This is an optimization exercise on Yosys and OpenROAD, whose aim is small area, not a production implementation.
At most, simulation tests tie the RTL to the original design; equivalence was not proved.
Power and IR drop assume default switching activity.

==> build 24 <==
==> flow/design.v <==
module tinker_engine (
    input  wire        clk,
    input  wire        rst,
    input  wire [31:0] cfg_insel,    
    input  wire [15:0] cfg_div,      
    input  wire [7:0]  cfg_shcfg,    
    input  wire [57:0] src_ext,
    input  wire        start,
    input  wire        resume,
    input  wire        stop,
    input  wire        clear_err,
    input  wire        irq_clr,
    input  wire        rx_wr,
    input  wire [31:0] rx_wdata,
    input  wire        tx_rd,
    output wire [31:0] tx_rdata,
    input  wire        sr_wr,
    input  wire [31:0] sr_wdata,
    output wire        lut_rd,
    output wire [9:0]  lut_addr,
    input  wire [71:0] lut_rdata,
    output reg  [7:0]  outs,
    output reg         flag,
    output reg         irq,
    output reg  [5:0]  state,
    output reg         running,
    output reg         stalled,
    output wire        in_delay,
    output reg         rx_overrun,
    output reg         tx_underrun,
    output reg         lut_error,
    output wire        shift_done,
    output wire [3:0]  rx_fill,
    output wire [3:0]  tx_fill,
    output reg  [31:0] sr,
    output reg  [5:0]  sh_count
);
    localparam [2:0] ACT_SHIN  = 3'd1;
    localparam [2:0] ACT_SHOUT = 3'd2;
    localparam [2:0] ACT_PUSH  = 3'd3;
    localparam [2:0] ACT_PULL  = 3'd4;
    localparam [2:0] ACT_FLAG  = 3'd5;
    localparam [2:0] ACT_IRQ   = 3'd6;
    reg [31:0] rx_mem [0:7];
    reg [2:0]  rx_rp, rx_wp;
    reg [3:0]  rx_cnt;
    reg [31:0] tx_mem [0:7];
    reg [2:0]  tx_rp, tx_wp;
    reg [3:0]  tx_cnt;
    wire rx_ne   = (rx_cnt != 4'd0);
    wire rx_full = rx_cnt[3];
    wire tx_ne   = (tx_cnt != 4'd0);
    wire tx_full = tx_cnt[3];
    wire [7:0] rx_sel = rx_ne ? (8'd1 << rx_rp) : 8'd0;
    wire [7:0] tx_sel = tx_ne ? (8'd1 << tx_rp) : 8'd0;
    reg [31:0] rx_head, tx_head;
    integer k;
    always @(*) begin
        rx_head = 32'd0;
        tx_head = 32'd0;
        for (k = 0; k < 8; k = k + 1) begin
            rx_head = rx_head | (rx_mem[k] & {32{rx_sel[k]}});
            tx_head = tx_head | (tx_mem[k] & {32{tx_sel[k]}});
        end
    end
    assign rx_fill  = rx_cnt;
    assign tx_fill  = tx_cnt;
    assign tx_rdata = tx_head;
    wire [5:0] sh_len = cfg_shcfg[5:0];
    wire       sh_msb = cfg_shcfg[6];
    assign shift_done = (sh_count >= sh_len);
    wire [63:0] src = {sr[0], shift_done, tx_full, rx_head[7], rx_head[6], rx_ne, src_ext};
    wire [3:0]  b   = {src[cfg_insel[29:24]], src[cfg_insel[21:16]],
                       src[cfg_insel[13:8]],  src[cfg_insel[5:0]]};
    reg  [3:0]  hold_b;
    reg  [15:0] div_cnt;
    reg  [15:0] delay_cnt;
    wire        div_zero   = (div_cnt == 16'd0);
    wire        delay_zero = (delay_cnt == 16'd0);
    wire        step_due   = running && div_zero && delay_zero;
    assign lut_rd   = step_due && !stalled;
    assign lut_addr = {state, stalled ? hold_b : b};
    assign in_delay = !delay_zero;       
    wire [63:0] raw_data  = lut_rdata[63:0];
    wire [7:0]  raw_check = lut_rdata[71:64];
    wire [7:0]  synd;
    wire x0 = raw_data[0] ^ raw_data[1];
    wire x1 = raw_data[10] ^ raw_data[11];
    wire x2 = raw_data[13] ^ raw_data[16];
    wire x3 = raw_data[2] ^ raw_data[36];
    wire x4 = raw_data[26] ^ raw_data[30];
    wire x5 = raw_data[35] ^ raw_data[38];
    wire x6 = raw_data[4] ^ raw_data[5];
    wire x7 = x1 ^ x2;
    wire x8 = raw_data[12] ^ raw_data[14];
    wire x9 = raw_data[17] ^ raw_data[27];
    wire x10 = raw_data[24] ^ raw_data[3];
    wire x11 = raw_data[31] ^ x8;
    wire x12 = raw_data[37] ^ raw_data[39];
    wire x13 = raw_data[8] ^ x10;
    wire x14 = raw_data[15] ^ raw_data[18];
    wire x15 = raw_data[25] ^ raw_data[28];
    wire x16 = raw_data[32] ^ x14;
    wire x17 = raw_data[19] ^ raw_data[29];
    wire x18 = raw_data[9] ^ x17;
    wire x19 = raw_data[33] ^ raw_data[34];
    assign synd[0] = x0 ^ x3 ^ x4 ^ x5 ^ x6 ^ x7 ^ raw_check[0];
    assign synd[1] = raw_data[10] ^ raw_data[35] ^ raw_data[4] ^ x0 ^ x11 ^ x12 ^ x13 ^ x9 ^ raw_check[1];
    assign synd[2] = raw_data[0] ^ raw_data[11] ^ raw_data[12] ^ raw_data[3] ^ raw_data[37] ^ raw_data[5] ^ raw_data[9] ^ x15 ^ x16 ^ x3 ^ raw_check[2];
    assign synd[3] = raw_data[1] ^ raw_data[13] ^ raw_data[14] ^ raw_data[15] ^ raw_data[2] ^ raw_data[25] ^ raw_data[33] ^ raw_data[38] ^ raw_data[39] ^ x13 ^ x18 ^ raw_check[3];
    assign synd[4] = raw_data[16] ^ raw_data[18] ^ raw_data[26] ^ raw_data[28] ^ raw_data[34] ^ raw_data[8] ^ x18 ^ x6 ^ x9 ^ raw_check[4];
    assign synd[5] = raw_data[17] ^ raw_data[19] ^ raw_data[30] ^ x11 ^ x16 ^ x19 ^ x7 ^ raw_check[5];
    assign synd[6] = raw_data[24] ^ raw_data[27] ^ raw_data[29] ^ raw_data[31] ^ raw_data[32] ^ x15 ^ x19 ^ x4 ^ raw_check[6];
    assign synd[7] = raw_data[36] ^ x12 ^ x5 ^ raw_check[7];
    wire [39:0] ent;
    assign ent[7:6]   = 2'd0;
    assign ent[23:20] = 4'd0;
    assign ent[0] = raw_data[0] ^ (synd[0] & synd[1] & synd[2]);
    assign ent[1] = raw_data[1] ^ (synd[0] & synd[1] & synd[3]);
    assign ent[2] = raw_data[2] ^ (synd[0] & synd[2] & synd[3]);
    assign ent[3] = raw_data[3] ^ (synd[1] & synd[2] & synd[3]);
    assign ent[4] = raw_data[4] ^ (synd[0] & synd[1] & synd[4]);
    assign ent[5] = raw_data[5] ^ (synd[0] & synd[2] & synd[4]);
    assign ent[8] = raw_data[8] ^ (synd[1] & synd[3] & synd[4]);
    assign ent[9] = raw_data[9] ^ (synd[2] & synd[3] & synd[4]);
    assign ent[10] = raw_data[10] ^ (synd[0] & synd[1] & synd[5]);
    assign ent[11] = raw_data[11] ^ (synd[0] & synd[2] & synd[5]);
    assign ent[12] = raw_data[12] ^ (synd[1] & synd[2] & synd[5]);
    assign ent[13] = raw_data[13] ^ (synd[0] & synd[3] & synd[5]);
    assign ent[14] = raw_data[14] ^ (synd[1] & synd[3] & synd[5]);
    assign ent[15] = raw_data[15] ^ (synd[2] & synd[3] & synd[5]);
    assign ent[16] = raw_data[16] ^ (synd[0] & synd[4] & synd[5]);
    assign ent[17] = raw_data[17] ^ (synd[1] & synd[4] & synd[5]);
    assign ent[18] = raw_data[18] ^ (synd[2] & synd[4] & synd[5]);
    assign ent[19] = raw_data[19] ^ (synd[3] & synd[4] & synd[5]);
    assign ent[24] = raw_data[24] ^ (synd[1] & synd[3] & synd[6]);
    assign ent[25] = raw_data[25] ^ (synd[2] & synd[3] & synd[6]);
    assign ent[26] = raw_data[26] ^ (synd[0] & synd[4] & synd[6]);
    assign ent[27] = raw_data[27] ^ (synd[1] & synd[4] & synd[6]);
    assign ent[28] = raw_data[28] ^ (synd[2] & synd[4] & synd[6]);
    assign ent[29] = raw_data[29] ^ (synd[3] & synd[4] & synd[6]);
    assign ent[30] = raw_data[30] ^ (synd[0] & synd[5] & synd[6]);
    assign ent[31] = raw_data[31] ^ (synd[1] & synd[5] & synd[6]);
    assign ent[32] = raw_data[32] ^ (synd[2] & synd[5] & synd[6]);
    assign ent[33] = raw_data[33] ^ (synd[3] & synd[5] & synd[6]);
    assign ent[34] = raw_data[34] ^ (synd[4] & synd[5] & synd[6]);
    assign ent[35] = raw_data[35] ^ (synd[0] & synd[1] & synd[7]);
    assign ent[36] = raw_data[36] ^ (synd[0] & synd[2] & synd[7]);
    assign ent[37] = raw_data[37] ^ (synd[1] & synd[2] & synd[7]);
    assign ent[38] = raw_data[38] ^ (synd[0] & synd[3] & synd[7]);
    assign ent[39] = raw_data[39] ^ (synd[1] & synd[3] & synd[7]);
    wire [4:0] rres;
    wire [5:0] cres;
    assign rres[0] = raw_data[6] | raw_data[7] | raw_data[20] | raw_data[21] | raw_data[22] | raw_data[23];
    assign rres[1] = raw_data[40] | raw_data[41] | raw_data[42] | raw_data[43] | raw_data[44] | raw_data[45];
    assign rres[2] = raw_data[46] | raw_data[47] | raw_data[48] | raw_data[49] | raw_data[50] | raw_data[51];
    assign rres[3] = raw_data[52] | raw_data[53] | raw_data[54] | raw_data[55] | raw_data[56] | raw_data[57];
    assign rres[4] = raw_data[58] | raw_data[59] | raw_data[60] | raw_data[61] | raw_data[62] | raw_data[63];
    assign cres[0] = raw_data[6] | raw_data[40] | raw_data[46] | raw_data[52] | raw_data[58];
    assign cres[1] = raw_data[7] | raw_data[41] | raw_data[47] | raw_data[53] | raw_data[59];
    assign cres[2] = raw_data[20] | raw_data[42] | raw_data[48] | raw_data[54] | raw_data[60];
    assign cres[3] = raw_data[21] | raw_data[43] | raw_data[49] | raw_data[55] | raw_data[61];
    assign cres[4] = raw_data[22] | raw_data[44] | raw_data[50] | raw_data[56] | raw_data[62];
    assign cres[5] = raw_data[23] | raw_data[45] | raw_data[51] | raw_data[57] | raw_data[63];
    wire res_any = |rres;
    wire res_two = (rres[0] & (|rres[4:1])) | (rres[1] & (|rres[4:2])) |
                   (rres[2] & (|rres[4:3])) | (rres[3] & rres[4]) |
                   (cres[0] & (|cres[5:1])) | (cres[1] & (|cres[5:2])) |
                   (cres[2] & (|cres[5:3])) | (cres[3] & (|cres[5:4])) |
                   (cres[4] & cres[5]);
    wire synd_nz = |synd;
    wire uncorrectable = res_two | (synd_nz & (res_any | !(^synd)));
    wire [5:0]  e_next  = ent[5:0];
    wire [7:0]  e_outs  = ent[15:8];
    wire [2:0]  e_act   = ent[18:16];
    wire        e_fval  = ent[19];
    wire [15:0] e_delay = ent[39:24];
    wire can_complete = !((e_act == ACT_PULL) && !rx_ne) && !((e_act == ACT_PUSH) && tx_full);
    wire lut_fail     = lut_rd && uncorrectable;
    wire do_step      = step_due && !lut_fail && can_complete;
    wire do_stall     = step_due && !lut_fail && !can_complete;
    wire do_push  = do_step && (e_act == ACT_PUSH);
    wire do_pull  = do_step && (e_act == ACT_PULL);
    wire host_wr  = rx_wr && !rx_full;
    wire host_rd  = tx_rd && tx_ne;
    wire shout_bit = sh_msb ? sr[31] : sr[0];
    wire kill      = !running || stop || start || lut_fail;
    always @(posedge clk) begin
        if (host_wr) rx_mem[rx_wp] <= rx_wdata;
        if (do_push) tx_mem[tx_wp] <= sr;
    end
    always @(posedge clk) begin
        if (!stalled) hold_b <= b;
    end
    always @(posedge clk) begin
        if (rst) begin
            rx_rp       <= 3'd0;
            rx_wp       <= 3'd0;
            rx_cnt      <= 4'd0;
            tx_rp       <= 3'd0;
            tx_wp       <= 3'd0;
            tx_cnt      <= 4'd0;
            outs        <= 8'd0;
            flag        <= 1'b0;
            irq         <= 1'b0;
            state       <= 6'd0;
            running     <= 1'b0;
            stalled     <= 1'b0;
            rx_overrun  <= 1'b0;
            tx_underrun <= 1'b0;
            lut_error   <= 1'b0;
            sr          <= 32'd0;
            sh_count    <= 6'd0;
            div_cnt     <= 16'd0;
            delay_cnt   <= 16'd0;
        end else begin
            if (host_wr) rx_wp <= rx_wp + 3'd1;
            if (do_pull) rx_rp <= rx_rp + 3'd1;
            rx_cnt <= rx_cnt + {3'd0, host_wr} - {3'd0, do_pull};
            if (do_push) tx_wp <= tx_wp + 3'd1;
            if (host_rd) tx_rp <= tx_rp + 3'd1;
            tx_cnt <= tx_cnt + {3'd0, do_push} - {3'd0, host_rd};
            if (clear_err) begin
                rx_overrun  <= 1'b0;
                tx_underrun <= 1'b0;
            end
            if (rx_wr && rx_full) rx_overrun <= 1'b1;
            if (tx_rd && !tx_ne)  tx_underrun <= 1'b1;
            if (irq_clr) irq <= 1'b0;
            if (sr_wr && !running) sr <= sr_wdata;
            if (kill)
                div_cnt <= 16'd0;
            else if (!div_zero)
                div_cnt <= div_cnt - 16'd1;
            else
                div_cnt <= cfg_div;
            if (kill)
                delay_cnt <= 16'd0;
            else if (div_zero && !delay_zero)
                delay_cnt <= delay_cnt - 16'd1;
            else if (do_step)
                delay_cnt <= e_delay;
            if (lut_fail) begin
                running   <= 1'b0;
                lut_error <= 1'b1;
            end
            if (do_stall)
                stalled <= 1'b1;
            if (do_step) begin
                stalled   <= 1'b0;
                state     <= e_next;
                outs      <= e_outs;
                case (e_act)
                    ACT_SHIN: begin
                        sr <= sh_msb ? {sr[30:0], b[0]} : {b[0], sr[31:1]};
                        if (sh_count != 6'd32) sh_count <= sh_count + 6'd1;
                    end
                    ACT_SHOUT: begin
                        sr      <= sh_msb ? {sr[30:0], 1'b0} : {1'b0, sr[31:1]};
                        outs[0] <= shout_bit;
                        if (sh_count != 6'd32) sh_count <= sh_count + 6'd1;
                    end
                    ACT_PUSH: sh_count <= 6'd0;
                    ACT_PULL: begin
                        sr       <= rx_head;
                        sh_count <= 6'd0;
                    end
                    ACT_FLAG: flag <= e_fval;
                    ACT_IRQ:  irq  <= 1'b1;
                    default: ;
                endcase
            end
            if (stop) begin
                running <= 1'b0;
                stalled <= 1'b0;
            end else if (start && !lut_fail) begin
                if (!running) begin
                    running   <= 1'b1;
                    stalled   <= 1'b0;
                    lut_error <= 1'b0;
                    if (!resume) begin
                        state <= 6'd0;
                        flag  <= 1'b0;
                    end
                end
            end
        end
    end
endmodule
==> flow/run.sh <==
#!/bin/bash
# synth_recipe.tcl (not shown) runs the flow's synth.tcl, then flattens the netlist and writes it again
# the make line also repeats each setting of config.mk as NAME=value (left out here)
make -C /OpenROAD-flow-scripts/flow DESIGN_CONFIG=/design/flow/config.mk WORK_HOME=/design/flow/orfs CLKGATE_MAP_FILE= SYNTH_SCRIPT=/design/flow/synth_recipe.tcl finish
==> flow/config.mk <==
export PLATFORM = sky130hd
export DESIGN_NAME = tinker_engine
export DESIGN_NICKNAME = tinker_engine
export VERILOG_FILES = /design/flow/design.v
export SDC_FILE = /design/flow/constraint.sdc
export NUM_CORES = 4
export LEC_CHECK = 0
export CAP_MARGIN = 20
export CORE_MARGIN = 2
export CORE_UTILIZATION = 40
export SLEW_MARGIN = 20
==> flow/constraint.sdc <==
create_clock -name core_clock -period 10.0 [get_ports {clk}]
set_input_delay 2.0000 -clock core_clock [delete_from_list [all_inputs] [get_ports {clk}]]
set_output_delay 2.0000 -clock core_clock [all_outputs]
set_load 0.01 [all_outputs]
==> inputs of build 81, as changes to build 24 <==
--- a/flow/design.v
+++ b/flow/design.v
@@ -44,7 +44,9 @@
     reg [31:0] rx_mem [0:7];
-    reg [2:0]  rx_rp, rx_wp;
+    reg [2:0]  rx_rp;
     reg [3:0]  rx_cnt;
     reg [31:0] tx_mem [0:7];
-    reg [2:0]  tx_rp, tx_wp;
+    reg [2:0]  tx_rp;
     reg [3:0]  tx_cnt;
+    wire [2:0] rx_wp = rx_rp + rx_cnt[2:0];
+    wire [2:0] tx_wp = tx_rp + tx_cnt[2:0];
     wire rx_ne   = (rx_cnt != 4'd0);
@@ -197,6 +199,4 @@
             rx_rp       <= 3'd0;
-            rx_wp       <= 3'd0;
             rx_cnt      <= 4'd0;
             tx_rp       <= 3'd0;
-            tx_wp       <= 3'd0;
             tx_cnt      <= 4'd0;
@@ -216,6 +216,4 @@
         end else begin
-            if (host_wr) rx_wp <= rx_wp + 3'd1;
             if (do_pull) rx_rp <= rx_rp + 3'd1;
             rx_cnt <= rx_cnt + {3'd0, host_wr} - {3'd0, do_pull};
-            if (do_push) tx_wp <= tx_wp + 3'd1;
             if (host_rd) tx_rp <= tx_rp + 3'd1;
==> flow/flow/run.sh (new file) <==
#!/bin/bash
# Own layout flow: the standard ORFS flow (standard.sh, unchanged synthesis,
# floorplan, power grid and tap cells), with smaller port buffers and a clock
# tree built without dummy loads.
set -euo pipefail
export BUFFER_PORTS_ARGS="-buffer_cell sky130_fd_sc_hd__buf_1"
export CTS_ARGS="-sink_clustering_enable -repair_clock_nets -dont_use_dummy_load ${CTS_EXTRA:-}"
bash standard.sh > flow_make.log 2>&1
==> flow/standard.sh (new file) <==
#!/bin/bash
# synth_recipe.tcl (not shown) runs the flow's synth.tcl, then flattens the netlist and writes it again
# the make line also repeats each setting of config.mk as NAME=value (left out here)
make -C /OpenROAD-flow-scripts/flow DESIGN_CONFIG=/design/flow/config.mk WORK_HOME=/design/flow/orfs CLKGATE_MAP_FILE= SYNTH_SCRIPT=/design/flow/synth_recipe.tcl "${@:-finish}"
removed: flow/run.sh
==> qor summary <==
item                                                                                 build 24        build 81
Seq cells                                                                                 627             621
Area share of xor/xnor cells in the synthesized design                                0.05114         0.04866
Overall power after layout                                                           7.647 mW        6.936 mW
Wire length of the first global-routing pass                                       125,200 um      119,200 um
Crit. path cell count                                                                      12              13
Slew headroom                                                                          0.3429          0.2182
Cells after DPL                                                                         3,266           3,127
Clk sink count                                                                            627             621
Placement row count                                                                        98              96
Met2 routed wirelength                                                              41,480 um       39,710 um
Vias in the first global route                                                         19,760          18,470
Status                                                                         finished clean  finished clean
Area taken by flip-flops and latches                                              17,680 um^2     17,560 um^2
Fraction of area in multi-input gates                                                  0.2938          0.3045
Average detailed-routed wire length per instance                                     25.11 um        25.76 um
Portion of netlist area occupied by mux cells                                         0.08458         0.09647
Basic-gate share of the synthesized area counting and, or, nand and nor cells         0.07296         0.06765
Worst-case register-to-register setup slack                                           5460 ps         5170 ps
Filler-free cell count of the finished design                                           3,402           3,201
Arrival time of data at the critical path endpoint                                    5440 ps         4880 ps
Fin area                                                                          35,560 um^2     31,960 um^2
Only the layout flow was run in build 81; the RTL was not checked for function there.

## what the ideal ports hide
The flow's constraints put no driver on any port. The routed layouts listed below were extracted and timed again, unchanged, in two steps.
Step 1 sets driving cells, clkbuf_16 on the clock port and buf_2 on the other inputs (assumed; they add their load-dependent delay and slew).
Step 2 also shifts input and output timing later by t, the mid clock arrival at the registers, as if the neighbouring blocks saw the same clock.
Slacks: no drivers / after step 1 / after step 2; pairs: no drivers / after step 1.
| run | t (ns) | setup slack, ns | cell pins on the clock port's net |
|---|---|---|---|
| build 24 | 0.661 | 2.559 / 2.533 / 1.995 | 1 |
| build 81 | 0.645 | 3.121 / 3.095 / 2.701 | 1 |
After both steps every run listed still meets setup and hold. For build 24, which loses most, drivers alone change the setup slack by -0.026 ns; drivers and shift together by -0.564 ns.
